From an optimization exercise on the open Yosys and OpenROAD flow, aimed at small area, a short achievable clock period and few clock cycles; shortcuts taken in it are not production practice.
The RTL was checked by simulation tests, not by an equivalence proof against the original design.
Power and IR drop assume default switching activity.

==> design/flow/design.v <==
module tumbler_sel (
    input  wire               clk,
    input  wire               rst,
    input  wire               wr_en,
    input  wire [4:0]         wr_pos,
    input  wire signed [23:0] wr_key,
    input  wire signed [7:0]  wr_temp,
    input  wire               wr_elig,
    input  wire               wr_fb,
    input  wire               wr_activate,
    input  wire               start,
    input  wire signed [15:0] lvl_n,
    input  wire [11:0]        lvl_f,
    input  wire signed [31:0] iarm,
    input  wire [7:0]         max_swap,
    input  wire [10:0]        f_dead,
    input  wire               therm_en,
    input  wire               frac_rotate,
    input  wire [15:0]        hyst,
    input  wire [7:0]         depth,
    input  wire               rate_en,
    input  wire [23:0]        credit_add,
    input  wire signed [7:0]  t0,
    input  wire [15:0]        gain,
    input  wire [15:0]        i_db,
    output wire               ready,
    output reg                done,
    output reg  [95:0]        cmd,
    output reg                out_pol,
    output reg  [5:0]         out_m,
    output reg  [11:0]        out_f,
    output reg                dir,
    output reg                pos_clamp,
    output reg                neg_clamp,
    output reg                frac_drop,
    output reg                frac_valid,
    output reg  [4:0]         frac_pos,
    output reg  [7:0]         swaps,
    output reg  [5:0]         healthy
);
    localparam NC = 32;
    localparam RW = 26;              
    localparam [2:0] C_BLOCK    = 3'd0,
                     C_BYPASS   = 3'd1,
                     C_INS_POS  = 3'd2,
                     C_INS_NEG  = 3'd3,
                     C_FRAC_POS = 3'd4,
                     C_FRAC_NEG = 3'd5;
    integer i;
    function automatic lt28(input [27:0] x, input [27:0] y);
        reg l;
        integer k;
        begin
            l = 1'b0;
            for (k = 0; k < 28; k = k + 1)
                l = (~x[k] & y[k]) | ((~x[k] | y[k]) & l);
            lt28 = l;
        end
    endfunction
    function automatic margin_gt(input [27:0] x, input [27:0] y, input [27:0] h);
        reg [27:0] a, b, sm, cy;
        reg [31:0] g, p;
        integer k, w;
        begin
            a  = ~y;
            b  = ~h;
            sm = x ^ a ^ b;
            cy = {(x[26:0] & a[26:0]) | (x[26:0] & b[26:0]) | (a[26:0] & b[26:0]), 1'b0};
            g = 32'd0;
            p = {32{1'b1}};
            for (k = 0; k < 27; k = k + 1) begin
                g[k] = sm[k] & cy[k];
                p[k] = sm[k] ^ cy[k];
            end
            g[0] = g[0] | p[0];
            for (w = 1; w < 32; w = w * 2)
                for (k = 0; k + w < 32; k = k + 2 * w) begin
                    g[k] = g[k+w] | (p[k+w] & g[k]);
                    p[k] = p[k+w] & p[k];
                end
            margin_gt = ~(sm[27] ^ cy[27] ^ g[0]);
        end
    endfunction
    function automatic ltt16(input [15:0] x, input [15:0] y);
        reg [15:0] l, e;
        integer k, w;
        begin
            for (k = 0; k < 16; k = k + 1) begin
                l[k] = ~x[k] & y[k];
                e[k] = ~(x[k] ^ y[k]);
            end
            for (w = 1; w < 16; w = w * 2)
                for (k = 0; k + w < 16; k = k + 2 * w) begin
                    l[k] = l[k+w] | (e[k+w] & l[k]);
                    e[k] = e[k+w] & e[k];
                end
            ltt16 = l[0];
        end
    endfunction
    function automatic [24:0] add24(input [23:0] x, input [23:0] y);
        reg c;
        integer k;
        begin
            c = 1'b0;
            for (k = 0; k < 24; k = k + 1) begin
                add24[k] = x[k] ^ y[k] ^ c;
                c = (x[k] & y[k]) | ((x[k] | y[k]) & c);
            end
            add24[24] = c;
        end
    endfunction
    function automatic [7:0] dec8(input [7:0] x, input [1:0] c);
        reg b;
        integer k;
        begin
            dec8[0] = x[0] ^ c[0];
            b       = ~x[0] & c[0];
            dec8[1] = x[1] ^ c[1] ^ b;
            b       = (~x[1] & (c[1] | b)) | (c[1] & b);
            for (k = 2; k < 8; k = k + 1) begin
                dec8[k] = x[k] ^ b;
                b       = ~x[k] & b;
            end
        end
    endfunction
    reg [RW-1:0]      ek_lo  [0:NC-1];
    reg [RW-1:0]      ek_hi  [0:NC-1];
    reg signed [7:0]  temp   [0:NC-1];
    reg        [23:0] credit [0:NC-1];
    reg [NC-1:0]      elig;
    reg [NC-1:0]      fb;
    reg [NC-1:0]      pen_ok;
    reg [15:0]        pen_gain;
    reg signed [7:0]  pen_t0;
    reg               wp_v;
    reg               rc_ph;         
    reg               wp_w;          
    reg               rc_arm;        
    reg [4:0]         rc_e;
    reg [RW-1:0]      rc_s;
    reg [4:0]         wp_pos;
    reg [23:0]        wp_key;
    reg signed [7:0]  wp_temp;
    reg               wp_elig, wp_fb, wp_act;
    reg [7:0]         wp_dep;
    reg               busy;
    reg [NC-1:0]      ins;
    reg [5:0]         ins_cnt;
    reg               fresh;         
    reg               pos;           
    reg               low;           
    reg signed [15:0] s_n;
    reg [11:0]        s_f;
    reg [10:0]        s_f_dead;
    reg               s_therm_en;
    reg               s_rotate;
    reg [15:0]        s_hyst;
    reg [7:0]         s_max_swap;
    reg [7:0]         s_depth;
    reg               s_rate_en;
    reg [23:0]        s_credit_add;
    reg signed [7:0]  s_t0;
    reg [15:0]        s_gain;
    assign ready = !busy;
    reg [5:0]         cnt_pos, cnt_neg, ins_pos_cnt, ins_neg_cnt;
    reg [NC-1:0]      ins_pos0, ins_neg0;
    always @* begin
        cnt_pos = 6'd0; cnt_neg = 6'd0; ins_pos_cnt = 6'd0; ins_neg_cnt = 6'd0;
        for (i = 0; i < NC; i = i + 1) begin
            ins_pos0[i] = elig[i] & (cmd[3*i +: 3] == C_INS_POS);
            ins_neg0[i] = elig[i] & fb[i] & (cmd[3*i +: 3] == C_INS_NEG);
            cnt_pos     = cnt_pos + {5'd0, elig[i]};
            cnt_neg     = cnt_neg + {5'd0, elig[i] & fb[i]};
            ins_pos_cnt = ins_pos_cnt + {5'd0, ins_pos0[i]};
            ins_neg_cnt = ins_neg_cnt + {5'd0, ins_neg0[i]};
        end
    end
    reg [NC-1:0] crr, av_p, av_n, cr_p, cr_n;
    reg [5:0]    ncr_pos, ncr_neg;
    reg [6:0]    th_p0, th_p1, th_n0, th_n1;
    always @* begin
        ncr_pos = 6'd0; ncr_neg = 6'd0;
        for (i = 0; i < NC; i = i + 1) begin
            crr[i]  = credit[i][23:16] != 8'd0;
            av_p[i] = elig[i];
            av_n[i] = elig[i] & fb[i];
            cr_p[i] = av_p[i] & crr[i];
            cr_n[i] = av_n[i] & crr[i];
            ncr_pos = ncr_pos + {5'd0, cr_p[i]};
            ncr_neg = ncr_neg + {5'd0, cr_n[i]};
        end
        th_p0 = {2'b00, cnt_pos[5:1]};
        th_n0 = {2'b00, cnt_neg[5:1]};
        th_p1 = (ncr_pos == 6'd0) ? {2'b00, cnt_pos[5:1]} + 7'd1 : {2'b00, ncr_pos[5:1]};
        th_n1 = (ncr_neg == 6'd0) ? {2'b00, cnt_neg[5:1]} + 7'd1 : {2'b00, ncr_neg[5:1]};
    end
    wire [5:0] mg_p  = (lvl_n[14:6] != 9'd0)    ? 6'd63 : lvl_n[5:0];
    wire [5:0] mg_n  = (lvl_n[14:6] != 9'h1ff)  ? 6'd63 : ~lvl_n[5:0];
    wire       st_flip = lvl_n[15] ? ({1'b0, mg_n} >= (rate_en ? th_n1 : th_n0))
                                   : ({1'b0, mg_p} >= (rate_en ? th_p1 : th_p0));
    reg          flip;           
    wire [NC-1:0] ins0   = pos ? ins_pos0 : ins_neg0;
    wire [NC-1:0] av_s   = pos ? av_p : av_n;
    wire [NC-1:0] cr_s   = pos ? cr_p : cr_n;
    wire [NC-1:0] alt_s  = (!s_rate_en || cr_s == {NC{1'b0}}) ? av_s : cr_s;
    wire [NC-1:0] st_ins = (flip && ins0 == {NC{1'b0}}) ? alt_s : ins0;
    reg  [5:0]    st_cnt;
    always @* begin
        st_cnt = 6'd0;
        for (i = 0; i < NC; i = i + 1)
            st_cnt = st_cnt + {5'd0, st_ins[i]};
    end
    wire [NC-1:0] ins_e = fresh ? st_ins : ins;
    wire [5:0]    cnt_e = fresh ? st_cnt : ins_cnt;
    wire dir_chg = !iarm[31] ? ((iarm[30:16] != 15'd0) || ltt16(i_db, iarm[15:0]))
                             : ((iarm[30:16] != 15'h7fff) || !ltt16(~iarm[15:0], i_db));
    wire st_dir  = dir_chg ? iarm[31] : dir;
    reg [16:0]        p_m;
    reg [11:0]        p_fp;
    reg [5:0]         p_avail_cnt;
    reg               p_pos_clamp;
    reg               p_neg_clamp;
    reg               p_frac_drop;
    always @* begin
        if (!s_n[15]) begin
            p_m   = {1'b0, s_n};
            p_fp  = s_f;
        end else if (s_f == 12'd0) begin
            p_m   = -{s_n[15], s_n};
            p_fp  = 12'd0;
        end else begin
            p_m   = ~{s_n[15], s_n};
            p_fp  = 12'd0 - s_f;
        end
        if (s_f_dead != 11'd0 && p_fp != 12'd0) begin
            if (p_fp < {1'b0, s_f_dead}) begin
                p_fp = 12'd0;
            end else if ({1'b0, p_fp} >= 13'd4096 - {2'b00, s_f_dead}) begin
                p_m  = p_m + 17'd1;
                p_fp = 12'd0;
            end
        end
        p_avail_cnt = pos ? cnt_pos : cnt_neg;
        p_pos_clamp = 1'b0;
        p_neg_clamp = 1'b0;
        if (!pos && fb == {NC{1'b0}}) begin
            p_m  = 17'd0;
            p_fp = 12'd0;
            p_neg_clamp = 1'b1;
        end else if (p_m > {11'd0, p_avail_cnt}) begin
            p_m  = {11'd0, p_avail_cnt};
            p_fp = 12'd0;
            if (pos) p_pos_clamp = 1'b1;
            else     p_neg_clamp = 1'b1;
        end
        p_frac_drop = 1'b0;
        if (p_fp != 12'd0 && p_m[5:0] == p_avail_cnt) begin
            p_fp = 12'd0;
            p_frac_drop = 1'b1;
        end
    end
    wire [5:0] m = p_m[5:0];
    reg [NC-1:0]      avail, outs, has_cr, has_cr2;
    reg [RW-1:0]      rku [0:NC-1];      
    always @* begin
        for (i = 0; i < NC; i = i + 1) begin
            avail[i]   = elig[i] & (pos | fb[i]);
            outs[i]    = avail[i] & ~ins_e[i];
            has_cr[i]  = !s_rate_en || (credit[i][23:16] != 8'd0);
            has_cr2[i] = !s_rate_en || (credit[i][23:17] != 7'd0);
            rku[i]     = (low_sel & elig[i]) ? {~ek_lo[i][RW-1], ek_lo[i][RW-2:0]}
                             : {~ek_hi[i][RW-1], ek_hi[i][RW-2:0]};
        end
    end
    reg [4:0]         e_pos;
    reg               e_any;
    reg [NC-1:0]      e_oh;
    reg [RW:0]        e_k2;
    reg signed [7:0]  e_temp;
    reg signed [8:0]  e_dt;
    reg [23:0]        e_pen;
    reg [RW-1:0]      e_lo, e_hi;
    wire [RW+1:0]     f_k;
    always @* begin
        e_pos = 5'd0;
        e_any = 1'b0;
        for (i = NC - 1; i >= 0; i = i - 1)
            if (!pen_ok[i]) begin
                e_pos = i[4:0];
                e_any = 1'b1;
            end
        for (i = 0; i < NC; i = i + 1)
            e_oh[i] = (rc_ph ? rc_e : e_pos) == i[4:0];
        e_k2   = {rc_s[RW-1], ~rc_s[RW-1], rc_s[RW-2:0]} +
                 {f_k[RW-1], f_k[RW-1], ~f_k[RW-2:0]};
        e_temp = wp_w ? wp_temp : temp[wp_pos];
        e_dt   = $signed({e_temp[7], e_temp}) - $signed({pen_t0[7], pen_t0});
        e_pen  = (e_dt > 0) ? pen_gain * e_dt[7:0] : 24'd0;
        e_lo   = {2'b00, e_pen} + {{(RW-24){wp_key[23]}}, wp_key};
        e_hi   = {2'b00, e_pen} + {{(RW-24){~wp_key[23]}}, ~wp_key};
    end
    wire wp_wr   = wp_v && wp_w;
    wire rc_p0   = !rc_ph && rc_arm && e_any && !wp_wr;
    wire rc_load = rc_ph && !wp_wr && !st_wr;
    wire low_sel = rc_ph ? 1'b0 : (rc_arm ? 1'b1 : low);
    wire [15:0] eff_gain = s_therm_en ? s_gain : 16'd0;
    wire [7:0]  eff_t0   = (s_therm_en && s_gain != 16'd0) ? s_t0 : 8'sd0;
    wire pen_new = (eff_gain != pen_gain || eff_t0 != pen_t0);
    wire hold    = pen_new || pen_ok != {NC{1'b1}} || wp_v;
    reg [NC-1:0] f_pool;
    reg          f_excl;
    always @* begin
        f_excl = s_rotate && frac_valid &&
                 ((outs & ~({{(NC-1){1'b0}}, 1'b1} << frac_pos)) != {NC{1'b0}});
        for (i = 0; i < NC; i = i + 1)
            f_pool[i] = outs[i] && !(f_excl && frac_pos == i[4:0]);
    end
    wire [NC*RW-1:0] rk_flat;
    genvar g;
    generate
        for (g = 0; g < NC; g = g + 1) begin : g_keys
            assign rk_flat[g*RW +: RW] = rku[g];
        end
    endgenerate
    wire [RW+1:0] b_k, w_k;
    wire [4:0]    b_pos, w_pos, f_pos;
    tsel_search #(.W(RW)) u_s (
        .rk(rk_flat),
        .b_mem(outs),   .b_tier(has_cr),
        .w_mem(ins_e),    .w_tier(has_cr),
        .f_mem((rc_ph || rc_arm) ? e_oh : f_pool), .f_tier(has_cr2),
        .b_k(b_k), .b_idx(b_pos),
        .w_k(w_k), .w_idx(w_pos),
        .f_k(f_k), .f_idx(f_pos));
    wire b_found = !b_k[RW+1];
    wire b_cr    = !b_k[RW];
    wire w_found = !w_k[RW+1];
    wire w_cr    = !w_k[RW];
    wire f_found = !f_k[RW+1];
    wire          swap_ok = b_found && w_found && b_cr && w_cr &&
                            margin_gt({2'b00, ~w_k[RW-1:0]}, {2'b00, b_k[RW-1:0]}, {12'd0, s_hyst});
    wire         frac_sel = (p_fp != 12'd0) && f_found;
    reg [2:0]    c_new  [0:NC-1];
    reg [1:0]    c_cost [0:NC-1];
    reg [23:0]   c_cred [0:NC-1];
    reg [2:0]    c_last;
    reg [24:0]   c_sum;
    reg [23:0]   c_base;
    reg [7:0]    c_depth;
    always @* begin
        c_depth = (s_depth == 8'd0) ? 8'd1 : s_depth;
        for (i = 0; i < NC; i = i + 1) begin
            c_last = cmd[3*i +: 3];
            if (!elig[i])
                c_new[i] = C_BLOCK;
            else if (ins_e[i])
                c_new[i] = pos ? C_INS_POS : C_INS_NEG;
            else if (frac_sel && f_pos == i[4:0])
                c_new[i] = pos ? C_FRAC_POS : C_FRAC_NEG;
            else
                c_new[i] = C_BYPASS;
            if (c_new[i] == C_BLOCK || c_last == C_BLOCK)
                c_cost[i] = 2'd0;
            else if (c_new[i] == C_FRAC_POS || c_new[i] == C_FRAC_NEG)
                c_cost[i] = 2'd2;
            else if (c_last == C_FRAC_POS || c_last == C_FRAC_NEG)
                c_cost[i] = (c_new[i] == C_BYPASS) ? 2'd0 : 2'd1;
            else
                c_cost[i] = (c_new[i] == c_last) ? 2'd0 : 2'd1;
            c_sum = add24(credit[i], s_credit_add);
            if (lt28({3'd0, c_depth, 16'd0}, {3'd0, c_sum}))
                c_base = {c_depth, 16'd0};
            else
                c_base = c_sum[23:0];
            if (c_base[23:17] == 7'd0 && (c_cost[i][1] || (c_cost[i][0] && !c_base[16])))
                c_cred[i] = 24'd0;
            else
                c_cred[i] = {dec8(c_base[23:16], c_cost[i]), c_base[15:0]};
        end
    end
    wire st_go    = !busy && start;
    wire st_wr    = !busy && !start && wr_en;
    wire go       = busy && !hold;
    wire do_add   = go && (cnt_e < m);
    wire do_rem   = go && !(cnt_e < m) && (cnt_e > m);
    wire do_swap  = go && (cnt_e == m) && (swaps < s_max_swap) && swap_ok;
    wire do_commit = go && (cnt_e == m) && !((swaps < s_max_swap) && swap_ok);
    always @(posedge clk) begin
        if (rst) begin
            busy       <= 1'b0;
            elig       <= {NC{1'b0}};
            fb         <= {NC{1'b0}};
            pen_ok     <= {NC{1'b1}};
            pen_gain   <= 16'd0;
            pen_t0     <= 8'sd0;
            wp_v       <= 1'b0;
            wp_w       <= 1'b0;
            rc_ph      <= 1'b0;
            rc_arm     <= 1'b0;
            for (i = 0; i < NC; i = i + 1)
                credit[i] <= 24'd0;
            done       <= 1'b0;
            cmd        <= 96'd0;
            out_pol    <= 1'b0;
            out_m      <= 6'd0;
            out_f      <= 12'd0;
            dir        <= 1'b0;
            pos_clamp  <= 1'b0;
            neg_clamp  <= 1'b0;
            frac_drop  <= 1'b0;
            frac_valid <= 1'b0;
            frac_pos   <= 5'd0;
            swaps      <= 8'd0;
            healthy    <= 6'd0;
        end else begin
            done <= do_commit;
            wp_v <= st_wr || rc_load;
            wp_w <= st_wr;
            if (wp_v)
                pen_ok[wp_pos] <= 1'b1;
            if (rc_load)
                pen_ok[rc_e] <= 1'b1;
            rc_ph  <= rc_p0;
            rc_arm <= e_any;
            if (st_go) begin
                busy  <= 1'b1;
                dir   <= st_dir;
                swaps <= 8'd0;
            end
            if (wp_wr) begin
                elig[wp_pos]   <= wp_elig;
                fb[wp_pos]     <= wp_fb;
                if (wp_act)
                    credit[wp_pos] <= {((wp_dep == 8'd0) ? 8'd1 : wp_dep), 16'd0};
            end
            if (busy && hold && pen_new) begin
                pen_gain <= eff_gain;
                pen_t0   <= eff_t0;
                pen_ok   <= {NC{1'b0}};
                rc_ph    <= 1'b0;
            end
            if (do_swap)
                swaps <= swaps + 8'd1;
            if (do_commit) begin
                for (i = 0; i < NC; i = i + 1) begin
                    cmd[3*i +: 3] <= c_new[i];
                    if (elig[i] && s_rate_en)
                        credit[i] <= c_cred[i];
                end
                out_pol    <= !pos;
                out_m      <= m;
                out_f      <= p_fp;
                pos_clamp  <= p_pos_clamp;
                neg_clamp  <= p_neg_clamp;
                frac_drop  <= p_frac_drop;
                healthy    <= cnt_pos;
                frac_valid <= frac_sel;
                frac_pos   <= frac_sel ? f_pos : 5'd0;
                busy       <= 1'b0;
            end
        end
    end
    always @(posedge clk) begin
        if (wp_v) begin
            ek_lo[wp_pos] <= e_lo;
            ek_hi[wp_pos] <= e_hi;
        end
        if (!rc_ph) begin
            rc_e <= e_pos;
            rc_s <= f_k[RW-1:0];
        end
        if (wp_wr)
            temp[wp_pos] <= wp_temp;
        wp_temp <= wr_temp;
        wp_elig <= wr_elig;
        wp_fb   <= wr_fb;
        wp_act  <= wr_activate;
        wp_dep  <= depth;
        if (rc_load) begin
            wp_pos <= rc_e;
            wp_key <= e_k2[24:1];
        end else begin
            wp_pos <= wr_pos;
            wp_key <= wr_key;
        end
        if (!busy) begin
            flip         <= st_flip;
            pos          <= !lvl_n[15];
            low          <= (st_dir == 1'b0) == !lvl_n[15];
            s_n          <= lvl_n;
            s_f          <= lvl_f;
            s_f_dead     <= f_dead;
            s_therm_en   <= therm_en;
            s_rotate     <= frac_rotate;
            s_hyst       <= hyst;
            s_max_swap   <= max_swap;
            s_depth      <= depth;
            s_rate_en    <= rate_en;
            s_credit_add <= credit_add;
            s_t0         <= t0;
            s_gain       <= gain;
        end
        if (!busy)
            fresh <= 1'b1;
        else if (go)
            fresh <= 1'b0;
        if (go) begin
            for (i = 0; i < NC; i = i + 1)
                ins[i] <= (ins_e[i] || ((do_add || do_swap) && b_pos == i[4:0])) &&
                          !((do_rem || do_swap) && w_pos == i[4:0]);
            ins_cnt <= cnt_e + {5'd0, do_add} - {5'd0, do_rem};
        end
    end
endmodule
module tsel_search #(parameter W = 26) (
    input  wire [32*W-1:0] rk,
    input  wire [31:0]     b_mem, b_tier,
    input  wire [31:0]     w_mem, w_tier,
    input  wire [31:0]     f_mem, f_tier,
    output wire [W+1:0]    b_k, w_k, f_k,
    output wire [4:0]      b_idx, w_idx, f_idx
);
    function automatic lt28(input [27:0] x, input [27:0] y);
        reg l;
        integer k;
        begin
            l = 1'b0;
            for (k = 0; k < 28; k = k + 1)
                l = (~x[k] & y[k]) | ((~x[k] | y[k]) & l);
            lt28 = l;
        end
    endfunction
    wire [8*(W+2)-1:0] bq, wq, fq;
    wire [8*5-1:0]     biq, wiq, fiq;
    genvar q;
    generate
        for (q = 0; q < 8; q = q + 1) begin : gq
            wire [W-1:0] r0 = rk[(4*q+0)*W +: W];
            wire [W-1:0] r1 = rk[(4*q+1)*W +: W];
            wire [W-1:0] r2 = rk[(4*q+2)*W +: W];
            wire [W-1:0] r3 = rk[(4*q+3)*W +: W];
            wire c01 = lt28({{(28-W){1'b0}}, r1}, {{(28-W){1'b0}}, r0});
            wire c23 = lt28({{(28-W){1'b0}}, r3}, {{(28-W){1'b0}}, r2});
            wire c02 = lt28({{(28-W){1'b0}}, r2}, {{(28-W){1'b0}}, r0});
            wire c03 = lt28({{(28-W){1'b0}}, r3}, {{(28-W){1'b0}}, r0});
            wire c12 = lt28({{(28-W){1'b0}}, r2}, {{(28-W){1'b0}}, r1});
            wire c13 = lt28({{(28-W){1'b0}}, r3}, {{(28-W){1'b0}}, r1});
            tsel_quad #(.W(W), .TIE_HI(0)) u_qb (
                .r0(r0), .r1(r1), .r2(r2), .r3(r3),
                .c01(c01), .c23(c23), .c02(c02), .c03(c03), .c12(c12), .c13(c13),
                .mem(b_mem[4*q +: 4]), .tier(b_tier[4*q +: 4]), .q(q[2:0]),
                .k(bq[q*(W+2) +: W+2]), .idx(biq[q*5 +: 5]));
            tsel_quad #(.W(W), .TIE_HI(1)) u_qw (
                .r0(r0), .r1(r1), .r2(r2), .r3(r3),
                .c01(c01), .c23(c23), .c02(c02), .c03(c03), .c12(c12), .c13(c13),
                .mem(w_mem[4*q +: 4]), .tier(w_tier[4*q +: 4]), .q(q[2:0]),
                .k(wq[q*(W+2) +: W+2]), .idx(wiq[q*5 +: 5]));
            tsel_quad #(.W(W), .TIE_HI(0)) u_qf (
                .r0(r0), .r1(r1), .r2(r2), .r3(r3),
                .c01(c01), .c23(c23), .c02(c02), .c03(c03), .c12(c12), .c13(c13),
                .mem(f_mem[4*q +: 4]), .tier(f_tier[4*q +: 4]), .q(q[2:0]),
                .k(fq[q*(W+2) +: W+2]), .idx(fiq[q*5 +: 5]));
        end
    endgenerate
    tsel_min8 #(.W(W+2), .TIE_HI(0)) u_b (.keys_flat(bq), .idx_flat(biq), .k(b_k), .idx(b_idx));
    tsel_min8 #(.W(W+2), .TIE_HI(1)) u_w (.keys_flat(wq), .idx_flat(wiq), .k(w_k), .idx(w_idx));
    tsel_min8 #(.W(W+2), .TIE_HI(0)) u_f (.keys_flat(fq), .idx_flat(fiq), .k(f_k), .idx(f_idx));
endmodule
module tsel_quad #(parameter W = 26, parameter TIE_HI = 0) (
    input  wire [W-1:0] r0, r1, r2, r3,
    input  wire         c01, c23, c02, c03, c12, c13,
    input  wire [3:0]   mem, tier,
    input  wire [2:0]   q,
    output wire [W+1:0] k,
    output wire [4:0]   idx
);
    wire [1:0] t0 = {~mem[0], ~tier[0]};
    wire [1:0] t1 = {~mem[1], ~tier[1]};
    wire [1:0] t2 = {~mem[2], ~tier[2]};
    wire [1:0] t3 = {~mem[3], ~tier[3]};
    wire pa  = (t1 < t0) || (t1 == t0 && (TIE_HI ? !c01 : c01));
    wire pb  = (t3 < t2) || (t3 == t2 && (TIE_HI ? !c23 : c23));
    wire [1:0] ta = pa ? t1 : t0;
    wire [1:0] tb = pb ? t3 : t2;
    wire cab = pa ? (pb ? c13 : c12) : (pb ? c03 : c02);
    wire ph  = (tb < ta) || (tb == ta && (TIE_HI ? !cab : cab));
    wire s0  = !ph && !pa;
    wire s1  = !ph &&  pa;
    wire s2  =  ph && !pb;
    wire s3  =  ph &&  pb;
    wire [W-1:0] rr = ({W{s0}} & r0) | ({W{s1}} & r1) | ({W{s2}} & r2) | ({W{s3}} & r3);
    assign k   = {ph ? tb : ta, TIE_HI ? ~rr : rr};
    assign idx = {q, ph, ph ? pb : pa};
endmodule
module tsel_min8 #(parameter W = 8, parameter TIE_HI = 0) (
    input  wire [8*W-1:0] keys_flat,
    input  wire [8*5-1:0] idx_flat,
    output wire [W-1:0]   k,
    output wire [4:0]     idx
);
    function automatic lt28(input [27:0] x, input [27:0] y);
        reg l;
        integer j;
        begin
            l = 1'b0;
            for (j = 0; j < 28; j = j + 1)
                l = (~x[j] & y[j]) | ((~x[j] | y[j]) & l);
            lt28 = l;
        end
    endfunction
    genvar l, n;
    generate
        for (l = 0; l <= 3; l = l + 1) begin : lv
            localparam NN = 8 >> l;
            wire [W-1:0] kk [0:NN-1];
            wire [4:0]   ii [0:NN-1];
            for (n = 0; n < NN; n = n + 1) begin : nd
                if (l == 0) begin : leaf
                    assign kk[n] = keys_flat[n*W +: W];
                    assign ii[n] = idx_flat[n*5 +: 5];
                end else begin : node
                    wire [W-1:0] ka = lv[l-1].kk[2*n];
                    wire [W-1:0] kb = lv[l-1].kk[2*n+1];
                    wire         pick_b = TIE_HI ? !lt28({{(28-W){1'b0}}, ka}, {{(28-W){1'b0}}, kb})
                                                 :  lt28({{(28-W){1'b0}}, kb}, {{(28-W){1'b0}}, ka});
                    assign kk[n] = pick_b ? kb : ka;
                    assign ii[n] = pick_b ? lv[l-1].ii[2*n+1] : lv[l-1].ii[2*n];
                end
            end
        end
    endgenerate
    assign k   = lv[3].kk[0];
    assign idx = lv[3].ii[0];
endmodule
==> design/flow/run.sh <==
#!/bin/bash
# synth_recipe.tcl (not shown) runs the flow's synth.tcl, then flattens the netlist and writes it again
# the make line also repeats each setting of config.mk as NAME=value (left out here)
make -C /OpenROAD-flow-scripts/flow DESIGN_CONFIG=/design/flow/config.mk WORK_HOME=/design/flow/orfs CLKGATE_MAP_FILE= SYNTH_SCRIPT=/design/flow/synth_recipe.tcl finish
==> design/flow/config.mk <==
export PLATFORM = sky130hd
export DESIGN_NAME = tumbler_sel
export DESIGN_NICKNAME = tumbler_sel
export VERILOG_FILES = /design/flow/design.v
export SDC_FILE = /design/flow/constraint.sdc
export NUM_CORES = 8
export LEC_CHECK = 0
export CAP_MARGIN = 20
export CORE_MARGIN = 2
export CORE_UTILIZATION = 50
export PLACE_DENSITY = 0.65
export SLEW_MARGIN = 20
==> design/flow/constraint.sdc <==
create_clock -name core_clock -period 110.0 [get_ports {clk}]
set_input_delay 22.0000 -clock core_clock [delete_from_list [all_inputs] [get_ports {clk}]]
set_output_delay 22.0000 -clock core_clock [all_outputs]
set_load 0.01 [all_outputs]
==> results.txt, run 1 <==
Async S/R FF share, synth: 0
Post-synthesis cell area: 234000 um^2
Post-synth EDFFs: 2364
Nets: 26.8k
Pwr Total: 5.60 mW
Number of global-route vias before repair: 207k
Slew Viols, Final: 0
Register bit count reported by yosys: 3195
Die area: 473000 um^2
Clock Tree Root: clkbuf_16
Gpl congestion: 1.15
Leakage power: 96.6 nW
Average size of a mapped cell: 9.47 um^2
Minimum clock period after layout: 27.46 ns
Post-CTS Setup Inserts: 0
Ys flop type: edfxtp_1
Worst-Margin Slew: 1.37 ns
Cts bufs inserted: 363
Fill cells: 40.8k
PwrDens: 21.5 nW/um^2
Die width: 688 um
Most frequent cell after synthesis: edfxtp_1
Max VDD drop: 0.000120 V
Crit end category: flip-flop
Clk buf depth: 4
Top delay family on crit path: compound AO/OA/AOI/OAI gates
CP arrival: 28.34 ns
DRC Markers: 0
Die Y: 688 um
Post-synth top area cell: edfxtp_1
Worst Path Required: 110.88 ns
Hold Fails Final Rpt: 0
Port Buffers: 354
Largest net degree at the start of global routing: 180
Synth warn: 8
First-pass iteration count of the detailed router: 13
Initial Util: 0.501
Total Negative Setup Slacks: 0 ns
Status: finished clean
Post-synth top cells: edfxtp_1, nand2_1, inv_1
CTS sink count: 3195
Initial antenna violation count: 154
CTS resizes: 0
Number of nets with antenna violations after routing: 0
Max incr delay on CP: 1.01 ns
# hold bufs at CTS: 0
Area Growth Syn to Fin: 11.4%
I/O pin count: 355
CP max-delay cell: mux2i_1
Core region area: 466000 um^2
CP most frequent cell: a21oi_1
Register area share after synthesis: 0.375
Via count: 228k
Synth top area cells: edfxtp_1, fa_1, dfxtp_1
Min-delay worst type: reg -> reg
Post-DP HPWL: 935 mm
Clk pin slew, worst setup/hold paths: 0.06 ns
Crit path max fanout: 41
First-pass GRT wire length: 1670 mm
Worst relative slew slack: 0.0783
# rows: 251
Maxcap violations: 0
Unrepaired setup endpoints after global routing: false
Total Routing Usage GR: 0.506
Via-to-Cell Ratio: 7.22
Setup CP Type: reg -> reg
Drt wl/cell: 39.2 um
Crit path buffers/inverters: 10
Overflow after GRT: 0
Clock latency on the worst-skew pair: 1.10 ns
Fraction of layout cells with a size suffix above 1: 0.100
Post-synth top area share: 0.304
Final Skew: 0.147 ns
DR iter-0 viols: 42.8k
Final Cycle Share: 0.250
Post-synthesis cell type count: 137
Fmax: 36.4 MHz
WL final: 1240 mm
Gate Count Post-Synth: 24.7k
H-tree depth reported by CTS: 5
Startpoint Class: flip-flop
# setup viols final: 0
CTS tree: done
[sequential cells by signal (all words and copies together), names as in the netlist, 96 cells and up]
| register | flops |
|---|---|
| cmd | 96 |
| credit | 768 |
| ek_hi | 832 |
| ek_lo | 832 |
| temp | 256 |
[cell type report]
| type | instances | area [um^2] | area share |
|---|---|---|---|
| multi-input cells | 18270 | 135000 | 0.519 |
| clock buffers | 465 | 10100 | 0.0387 |
| repair buffers | 1111 | 9250 | 0.0355 |
| inverters | 1934 | 7290 | 0.0280 |
| clock inverters | 211 | 2660 | 0.0102 |
| well taps | 6198 | 7750 | 0.0298 |
| flip-flops and latches | 3195 | 87700 | 0.337 |
| diodes | 217 | 543 | 0.00209 |
[cells by family after synthesis]
| kind of cell | Yosys count | synth area share |
|---|---|---|
| xor+xnor | 244 | 0.00914 |
| mux | 1148 | 0.0552 |
| flops | 3195 | 0.375 |
| buf+inv | 3225 | 0.0548 |
| other cells | 1 | 0.0000160 |
| simple gates | 7011 | 0.141 |
| fa+ha+maj | 2275 | 0.148 |
| compound gates | 7590 | 0.218 |
[path summary, 6_finish.rpt]
kind / start / endpoint / slack, ns / depth (start not counted)
max: credit[19][19] / wp_key[23] / 82.54 / 89
min: credit[14][0] / credit[14][0] / 0.46 / 2
max reg2reg: credit[19][19] / wp_key[23] / 82.54 / 89
min reg2reg: credit[14][0] / credit[14][0] / 0.46 / 2
[worst register-to-register path, delay by kind of cell, from the launching register on]
family                   cells  cell delay (ns)
AND/OR/NAND/NOR             22             6.84
adder cells (fa/ha/maj)      4             1.39
multiplexers                 3             1.76
XOR/XNOR                     2             0.29
buffers and inverters       10             2.72
AO/OA/AOI/OAI               48            13.83
flip-flops                   1             0.39
[per-layer routing]
layer | vias up | global-route usage | part of all wire
met2 | 19513 | 0.679 | 0.39
li1 | 92971 | - | -
met1 | 111486 | 0.641 | 0.36
met4 | 72 | 0.351 | 0.085
met3 | 4050 | 0.231 | 0.17
met5 | - | 0.00347 | 0.0013
[power by group]
part / switching [mW] / internal [mW] / leakage, nW
combinational: 2.09 / 0.602 / 62.0
sequential: 0.0200 / 1.57 / 28.5
clock: 0.567 / 0.748 / 6.16
[cells in the final DEF (no fill, tap or decap), types with 124 or more instances in the layout]
cell             synthesis  final
clkdlybuf4s50_1          0    353
edfxtp_1              2364   2364
buf_4                   43    742
maj3_1                 548    547
o221ai_1               217    213
a21oi_1               1549   1531
nor2_1                1918   1869
nand3_1                566    562
clkbuf_16                0    378
nand2_1               2150   2138
nand4_1                234    234
xnor2_1                167    124
nor4_1                 199    190
mux2i_1                654    642
and3_1                 352    352
a222oi_1               192    192
nor2b_1                182    180
o21ai_0               1432   1411
dfxtp_1                831    789
inv_1                 1922   1891
a22oi_1                373    373
a21o_1                 244    243
or2_2                  176    176
a31oi_1                151    144
o211ai_1               352    352
a221oi_1               239    238
and2_1                 357    357
nor3_1                 364    357
ha_1                   723    722
diode_2                  0    217
o22ai_1               1027   1025
mux2_2                 413    413
fa_1                   993    992
nand2b_1               236    236
a211oi_1               346    324
[through the flow]
stage / worst slack (ns) / cells / hold slack [ns] / util / cell area (um^2)
6_report: 82.54 / 31601 / 0.462 / 0.558 / 260000
5_1_grt: 81.83 / 31399 / 0.486 / 0.557 / 260000
4_1_cts: 83.72 / 31375 / 0.462 / 0.557 / 260000
3_5_place_dp: 83.85 / 30699 / 0.449 / 0.530 / 247000
3_3_place_gp: 83.44 / 30686 / 0.437 / 0.529 / 247000
2_1_floorplan: 85.14 / 24690 / 0.429 / - / 234000
Testbench counts, summed over its fixed seeds: cycles 8,016.
==> inputs of run 2 (changes only) <==
--- a/design/flow/design.v
+++ b/design/flow/design.v
@@ -343,6 +343,8 @@
     reg [2:0]    c_new  [0:NC-1];
     reg [1:0]    c_cost [0:NC-1];
     reg [23:0]   c_cred [0:NC-1];
+    reg          cu;
+    reg [1:0]    cu_cost [0:NC-1];
     reg [2:0]    c_last;
     reg [24:0]   c_sum;
     reg [23:0]   c_base;
@@ -372,10 +374,10 @@
                 c_base = {c_depth, 16'd0};
             else
                 c_base = c_sum[23:0];
-            if (c_base[23:17] == 7'd0 && (c_cost[i][1] || (c_cost[i][0] && !c_base[16])))
+            if (c_base[23:17] == 7'd0 && (cu_cost[i][1] || (cu_cost[i][0] && !c_base[16])))
                 c_cred[i] = 24'd0;
             else
-                c_cred[i] = {dec8(c_base[23:16], c_cost[i]), c_base[15:0]};
+                c_cred[i] = {dec8(c_base[23:16], cu_cost[i]), c_base[15:0]};
         end
     end
     wire st_go    = !busy && start;
@@ -395,6 +397,7 @@
             pen_t0     <= 8'sd0;
             wp_v       <= 1'b0;
             wp_w       <= 1'b0;
+            cu         <= 1'b0;
             rc_ph      <= 1'b0;
             rc_arm     <= 1'b0;
             for (i = 0; i < NC; i = i + 1)
@@ -441,12 +444,15 @@
             end
             if (do_swap)
                 swaps <= swaps + 8'd1;
+            cu <= do_commit && s_rate_en;
+            if (cu) begin
+                for (i = 0; i < NC; i = i + 1)
+                    if (elig[i])
+                        credit[i] <= c_cred[i];
+            end
             if (do_commit) begin
-                for (i = 0; i < NC; i = i + 1) begin
+                for (i = 0; i < NC; i = i + 1)
                     cmd[3*i +: 3] <= c_new[i];
-                    if (elig[i] && s_rate_en)
-                        credit[i] <= c_cred[i];
-                end
                 out_pol    <= !pos;
                 out_m      <= m;
                 out_f      <= p_fp;
@@ -471,6 +477,9 @@
         end
         if (wp_wr)
             temp[wp_pos] <= wp_temp;
+        if (do_commit)
+            for (i = 0; i < NC; i = i + 1)
+                cu_cost[i] <= c_cost[i];
         wp_temp <= wr_temp;
         wp_elig <= wr_elig;
         wp_fb   <= wr_fb;
--- a/design/flow/config.mk
+++ b/design/flow/config.mk
@@ -5,8 +5,8 @@
 export SDC_FILE = /design/flow/constraint.sdc
 export NUM_CORES = 8
 export LEC_CHECK = 0
-export CAP_MARGIN = 20
+export CAP_MARGIN = 30
 export CORE_MARGIN = 2
 export CORE_UTILIZATION = 50
 export PLACE_DENSITY = 0.65
-export SLEW_MARGIN = 20
+export SLEW_MARGIN = 30
==> run 2 against run 1 <==
Still clean. Combinational power rose by 6%. Maximum frequency rose by 3.1%. Clock-buffer cell count fell by 4. Synthesized cell count barely moved. Flip-flop and latch count rose by 65. Design area rose by 1.3%. Critical endpoint unchanged. Largest cell class unchanged. Largest power group unchanged. Highest routed layer unchanged.
==> results.txt, run 2 <==
Final WS setup: 83.36 ns
Reg-to-Reg Start: credit[12][19]
Most frequent cells in the layout: edfxtp_1, nand2_1, inv_1, nor2_1, o21ai_0
Number of global-route vias before repair: 207k
DRC Markers: 0
Initial Util: 0.501
PwrDens: 21.9 nW/um^2
Unrepaired setup endpoints after global routing: false
Leakage power: 98.0 nW
Fraction of layout cells with a size suffix above 1: 0.106
CP arrival: 27.58 ns
Clk buf depth: 4
CP max-delay cell: a211oi_2
Most frequent cell after synthesis: edfxtp_1
Post-synth top area cell: edfxtp_1
Hold Fails Final Rpt: 0
CTS tree: done
Area post-placement: 250000 um^2
Via count: 229k
Overflow after GRT: 0
Gate Count Post-Synth: 24.7k
Minimum clock period after layout: 26.64 ns
# setup viols final: 0
Worst reg2reg endpoint: wp_key[23]
Hold endpoint: out_f[2]
Post-Synth Simple-Gate Area: 0.137
# hold bufs at CTS: 0
I/O pin count: 355
Drt wl/cell: 39.1 um
WL final: 1240 mm
First-pass GRT wire length: 1670 mm
Cell depth of the worst setup path: 86
# rows: 253
Reg-to-reg setup timing slack: 83.36 ns
Area Growth Syn to Fin: 11.1%
Max VDD drop: 0.0000746 V
H-tree depth reported by CTS: 5
R2r worst-path depth: 86
Synth Area in Adders: 0.146
Post-CTS Setup Inserts: 0
Max incr delay on CP: 1.00 ns
Total Routing Usage GR: 0.496
Average size of a mapped cell: 9.62 um^2
Core region area: 474000 um^2
Post-Place Setup Slack: 83.99 ns
Pwr Total: 5.77 mW
CTS resizes: 0
Min-delay worst type: reg -> reg
Clock latency on the worst-skew pair: 1.09 ns
Via-to-Cell Ratio: 7.23
Status: finished clean
Post-synthesis cell type count: 158
Cts bufs inserted: 367
Commonest non-fill, non-tap cell in the layout: edfxtp_1
Worst-Margin Slew: 1.29 ns
Nets: 26.8k
Clk pin slew, worst setup/hold paths: 0.06 ns
Ys flop type: edfxtp_1
Post-synthesis cell area: 237000 um^2
Mux cell area share after synthesis: 0.0549
Synth warn: 9
CP most frequent cell: a21oi_1
Gpl congestion: 1.14
Async S/R FF share, synth: 0
Worst relative slew slack: 0.143
Finished Cell Area: 264000 um^2
Final Cycle Share: 0.242
Finished Core Util: 0.557
WHS Path Cells: 2
Final Skew: 0.108 ns
XOR/XNOR Fraction of Synth Area: 0.00978
Setup CP Type: reg -> reg
Die Y: 693 um
Maxcap violations: 0
Top Registers: ek_hi (832), ek_lo (832), credit (768)
Total Negative Setup Slacks: 0 ns
Synth top area cells: edfxtp_1, fa_1, dfxtp_1
Crit end category: flip-flop
Die area: 480000 um^2
DR iter-0 viols: 41.8k
Compound-Gate Fraction of Synth Area: 0.217
Register area share after synthesis: 0.377
Startpoint Class: flip-flop
Crit path max fanout: 45
Post-synth top area share: 0.307
Initial antenna violation count: 150
Clock Tree Root: clkbuf_16
Post-synth top cells: edfxtp_1, nand2_1, inv_1
Number of nets with antenna violations after routing: 0
Port Buffers: 354
Top delay family on crit path: compound AO/OA/AOI/OAI gates
Crit path buffers/inverters: 6
Post-DP HPWL: 937 mm
Die width: 693 um
CTS sink count: 3260
Hold Path Origin: out_f[2]
Post-synth EDFFs: 2428
First-pass iteration count of the detailed router: 13
Largest net degree at the start of global routing: 165
Worst Path Required: 110.94 ns
Largest family of logic cells by synthesized area: compound AO/OA/AOI/OAI gates
Slew Viols, Final: 0
Register bit count reported by yosys: 3260
Fmax: 37.5 MHz
## run 2: changes by cell type after synthesis, moves of 62 or more
| cell | before | now |
|---|---|---|
| a21oi_1 | 1549 | 1385 |
| nor3_1 | 364 | 290 |
| edfxtp_1 | 2364 | 2428 |
| nor2_1 | 1918 | 1713 |
| nand3_1 | 566 | 649 |
| nand2_1 | 2150 | 2212 |
## run 2: final cells by class
class	count	area [um^2]
fill	41850	210000
multi-input combinational	18136	136000
sequential	3260	89600
clock buffer	461	9970
timing repair buffer	1160	9760
tap	6247	7820
inverter	1980	7480
clock inverter	216	2470
antenna	222	556
## run 2: worst reg2reg max path, delay by kind of cell (launching register included)
kind / cells / cell delay (ns)
compound gates: 49 / 12.91
xor+xnor: 2 / 0.29
fa+ha+maj: 4 / 1.46
buf+inv: 6 / 2.23
flops: 1 / 0.39
mux: 4 / 2.15
simple gates: 21 / 7.10
## run 2: cell families (layout without fill, tap and decap cells)
| logic type | after synthesis | in the layout |
|---|---|---|
| AND/OR/NAND/NOR | 6856 | 6856 |
| buffers and inverters | 3273 | 3817 |
| AO/OA/AOI/OAI | 7555 | 7555 |
| flip-flops | 3260 | 3260 |
| XOR/XNOR | 265 | 265 |
| adder cells (fa/ha/maj) | 2297 | 2297 |
| other | 1 | 224 |
| multiplexers | 1161 | 1161 |
## run 2: worst max-delay path by stage
stage	start	end	slack, ns
floorplan	busy	ready	83.94
global placement	i_db[1]	low	83.93
detailed placement	i_db[1]	low	83.99
CTS	credit[3][20]	wp_key[23]	85.03
global route	credit[11][19]	wp_key[23]	83.35
finish	credit[12][19]	wp_key[23]	83.36
## run 2: power by group
part           leakage [nW]  switching (mW)  internal, mW  total, mW
clock network          6.05           0.571         0.725       1.30
registers              29.0          0.0199          1.59       1.61
logic                  62.9            2.22         0.641       2.86
total                  98.0            2.81          2.95       5.77
## run 2: metal layers
metal | up-vias | part of all wire | GRT usage
li1 | 93457 | - | -
met1 | 111993 | 0.36 | 0.629
met4 | 50 | 0.087 | 0.362
met5 | - | 0.00067 | 0.00360
met3 | 4059 | 0.15 | 0.199
met2 | 19452 | 0.40 | 0.680
## run 2: metrics by stage
stage | std cells | hold slack [ns]
floorplan | 24669 | 0.429
global placement | 30717 | 0.439
detailed placement | 30759 | 0.444
CTS | 31436 | 0.452
global route | 31474 | 0.472
finish | 31682 | 0.451
Testbench counts of run 2, summed over its fixed seeds: cycles 8,015.
==> inputs of run 3 (changes only) <==
--- a/design/flow/design.v
+++ b/design/flow/design.v
@@ -23,7 +23,7 @@
     input  wire signed [7:0]  t0,
     input  wire [15:0]        gain,
     input  wire [15:0]        i_db,
-    output wire               ready,
+    output reg                ready,
     output reg                done,
     output reg  [95:0]        cmd,
     output reg                out_pol,
@@ -161,7 +161,9 @@
     reg [23:0]        s_credit_add;
     reg signed [7:0]  s_t0;
     reg [15:0]        s_gain;
-    assign ready = !busy;
+    reg [7:0]         sw_cnt;
+    reg               pf_v;
+    reg [4:0]         pf_p;
     reg [5:0]         cnt_pos, cnt_neg, ins_pos_cnt, ins_neg_cnt;
     reg [NC-1:0]      ins_pos0, ins_neg0;
     always @* begin
@@ -310,10 +312,10 @@
     reg [NC-1:0] f_pool;
     reg          f_excl;
     always @* begin
-        f_excl = s_rotate && frac_valid &&
-                 ((outs & ~({{(NC-1){1'b0}}, 1'b1} << frac_pos)) != {NC{1'b0}});
+        f_excl = s_rotate && pf_v &&
+                 ((outs & ~({{(NC-1){1'b0}}, 1'b1} << pf_p)) != {NC{1'b0}});
         for (i = 0; i < NC; i = i + 1)
-            f_pool[i] = outs[i] && !(f_excl && frac_pos == i[4:0]);
+            f_pool[i] = outs[i] && !(f_excl && pf_p == i[4:0]);
     end
     wire [NC*RW-1:0] rk_flat;
     genvar g;
@@ -385,11 +387,13 @@
     wire go       = busy && !hold;
     wire do_add   = go && (cnt_e < m);
     wire do_rem   = go && !(cnt_e < m) && (cnt_e > m);
-    wire do_swap  = go && (cnt_e == m) && (swaps < s_max_swap) && swap_ok;
-    wire do_commit = go && (cnt_e == m) && !((swaps < s_max_swap) && swap_ok);
+    wire do_swap  = go && (cnt_e == m) && (sw_cnt < s_max_swap) && swap_ok;
+    wire do_commit = go && (cnt_e == m) && !((sw_cnt < s_max_swap) && swap_ok);
     always @(posedge clk) begin
         if (rst) begin
             busy       <= 1'b0;
+            ready      <= 1'b1;
+            pf_v       <= 1'b0;
             elig       <= {NC{1'b0}};
             fb         <= {NC{1'b0}};
             pen_ok     <= {NC{1'b1}};
@@ -427,8 +431,9 @@
             rc_arm <= e_any;
             if (st_go) begin
                 busy  <= 1'b1;
+                ready <= 1'b0;
                 dir   <= st_dir;
-                swaps <= 8'd0;
+                sw_cnt <= 8'd0;
             end
             if (wp_wr) begin
                 elig[wp_pos]   <= wp_elig;
@@ -443,7 +448,7 @@
                 rc_ph    <= 1'b0;
             end
             if (do_swap)
-                swaps <= swaps + 8'd1;
+                sw_cnt <= sw_cnt + 8'd1;
             cu <= do_commit && s_rate_en;
             if (cu) begin
                 for (i = 0; i < NC; i = i + 1)
@@ -462,7 +467,11 @@
                 healthy    <= cnt_pos;
                 frac_valid <= frac_sel;
                 frac_pos   <= frac_sel ? f_pos : 5'd0;
+                pf_v       <= frac_sel;
+                pf_p       <= f_pos;
+                swaps      <= sw_cnt;
                 busy       <= 1'b0;
+                ready      <= 1'b1;
             end
         end
     end
==> run 3 against run 2 <==
Cell count is 0.16% higher. Sequential power hardly changed. Die area hardly changed. Area after synthesis hardly changed. Worst setup slack worse by 0.92 ns. Total power is 0.17% lower. First-iteration DRC count is 5.0% higher. Critical path type unchanged.
==> results.txt, run 3 <==
Minimum clock period after layout: 27.56 ns
WL final: 1290 mm
Post-synthesis cell type count: 143
Finished Cell Area: 264000 um^2
CP max-delay cell: mux2i_1
PwrDens: 21.8 nW/um^2
Post-synth top area cell: edfxtp_1
Post-synth top area share: 0.309
Status: finished clean
Gate Count Post-Synth: 24.8k
First-pass iteration count of the detailed router: 17
CTS resizes: 0
Core region area: 474000 um^2
Number of nets with antenna violations after routing: 0
Post-Layout Cell Count: 31.7k
Crit path buffers/inverters: 10
Die area: 480000 um^2
Register area share after synthesis: 0.379
Via-to-Cell Ratio: 7.34
CP arrival: 28.54 ns
Clock Tree Root: clkbuf_16
Gpl congestion: 1.15
Fmax: 36.3 MHz
Register bit count reported by yosys: 3274
Min-delay worst type: reg -> reg
Post-synthesis cell area: 237000 um^2
Number of global-route vias before repair: 212k
Cts bufs inserted: 360
Finished Core Util: 0.557
Final Cycle Share: 0.251
Crit end category: flip-flop
Max incr delay on CP: 0.99 ns
Worst-Margin Slew: 1.22 ns
Initial antenna violation count: 139
# rows: 253
Hold Fails Final Rpt: 0
First-pass GRT wire length: 1740 mm
Top Registers: ek_hi (832), ek_lo (832), credit (768)
CP most frequent cell: o21ai_0
DRC Markers: 0
Cell total after placement: 30.8k
I/O pin count: 355
Total Negative Setup Slacks: 0 ns
# setup viols final: 0
Clk buf depth: 4
Post-DP HPWL: 990 mm
Fraction of layout cells with a size suffix above 1: 0.104
Max VDD drop: 0.000148 V
Slew Viols, Final: 0
Post-CTS Setup Inserts: 0
CTS tree: done
Maxcap violations: 0
Ys flop type: edfxtp_1
Async S/R FF share, synth: 0
Unrepaired setup endpoints after global routing: false
Worst relative slew slack: 0.184
Crit path max fanout: 125
Average size of a mapped cell: 9.58 um^2
Hold slack: 0.454 ns
H-tree depth reported by CTS: 5
DR iter-0 viols: 43.9k
Overflow after GRT: 0
# hold bufs at CTS: 0
Startpoint Class: flip-flop
Final Skew: 0.121 ns
Clk pin slew, worst setup/hold paths: 0.07 ns
Nets: 26.9k
Area Growth Syn to Fin: 11.2%
Clock latency on the worst-skew pair: 1.08 ns
Die Y: 693 um
Top delay family on crit path: compound AO/OA/AOI/OAI gates
Post-synth top cells: edfxtp_1, nand2_1, inv_1
Leakage power: 97.9 nW
Synth warn: 9
Die width: 693 um
Synth top area cells: edfxtp_1, fa_1, dfxtp_1
Largest net degree at the start of global routing: 139
Port Buffers: 354
Commonest non-fill, non-tap cell in the layout: edfxtp_1
Most frequent cell after synthesis: edfxtp_1
Initial Util: 0.501
Drt wl/cell: 40.7 um
Post-synth EDFFs: 2441
CTS sink count: 3274
Most frequent cells in the layout: edfxtp_1, nand2_1, inv_1, nor2_1, a21oi_1
Via count: 233k
Worst Path Required: 110.97 ns
Total Routing Usage GR: 0.517
Area post-placement: 251000 um^2
Setup CP Type: reg -> reg
==> run 3: metrics by stage <==
stage	worst slack, ns	power, mW
CTS	83.10	5.52
floorplan	85.52	2.80
global route	81.84	5.76
finish	82.44	5.76
detailed placement	83.28	4.25
global placement	82.83	4.22
==> run 3: area by class of cell <==
class,instances,area [um^2]
well taps,6247,7820
flip-flops and latches,3274,90000
fillers,40882,210000
clock buffers,472,9960
clock inverters,198,2360
diodes,210,526
multi-input cells,18277,137000
repair buffers,1123,9400
inverters,1931,7290
==> run 3: per-layer routing <==
| layer | routed length [um] | global-route usage |
|---|---|---|
| met4 | 129000 | 0.412 |
| met2 | 519000 | 0.721 |
| met5 | 1070 | 0.0108 |
| met1 | 453000 | 0.639 |
| met3 | 191000 | 0.190 |
==> run 3: kinds of logic after synthesis <==
family / Yosys count / synth area share
DFF: 3274 / 0.379
adders and majority gates: 2272 / 0.145
and+or+nand+nor: 6994 / 0.139
AOI/OAI and AO/OA: 7560 / 0.216
xor gates and xnor gates: 267 / 0.00985
other: 1 / 0.0000158
muxes: 1182 / 0.0559
buffers and inverters: 3228 / 0.0551
==> run 3: path summary, 6_finish.rpt <==
check	startpoint	endpoint	slack, ns	cells after the start
setup / recovery	credit[2][22]	cmd[38]	82.44	104
hold / removal	pos_clamp	pos_clamp	0.45	2
setup reg to reg	credit[2][22]	cmd[38]	82.44	104
hold reg to reg	pos_clamp	pos_clamp	0.45	2
==> run 3: worst min-delay path: cells and delay by family, from the launching register on <==
family / cells / cell delay, ns
compound gates: 1 / 0.05
simple gates: 1 / 0.05
flops: 1 / 0.31
==> run 3: power breakdown <==
group / switching, mW / internal, mW / total, mW
Sequential: 0.0219 / 1.60 / 1.63
Clock: 0.568 / 0.717 / 1.28
Combinational: 2.21 / 0.633 / 2.85
Total: 2.80 / 2.95 / 5.76
Testbench counts of run 3, summed over its fixed seeds: cycles 8,015.

[re-timing with driven ports]
In the flow no input, the clock included, has a driving cell. The finished layouts below were timed again as built, in two steps.
Step 1 assumes that a clkbuf_16 drives the clock port and a buf_2 every other input.
Step 2 also shifts input and output timing later by t, the mid clock arrival at the registers, as if the neighbouring blocks saw the same clock.
Slacks: no drivers / after step 1 / after step 2; pairs: no drivers / after step 1.
| run | t (ns) | setup WS [ns] | worst slew at a driven data input, ns |
|---|---|---|---|
| run 1 | 1.167 | 82.542 / 82.542 / 82.542 | 0.34 |
| run 2 | 1.188 | 83.355 / 83.355 / 83.355 | 0.42 |
| run 3 | 1.163 | 82.435 / 82.435 / 82.435 | 0.12 |
After both steps every run listed still meets setup and hold.
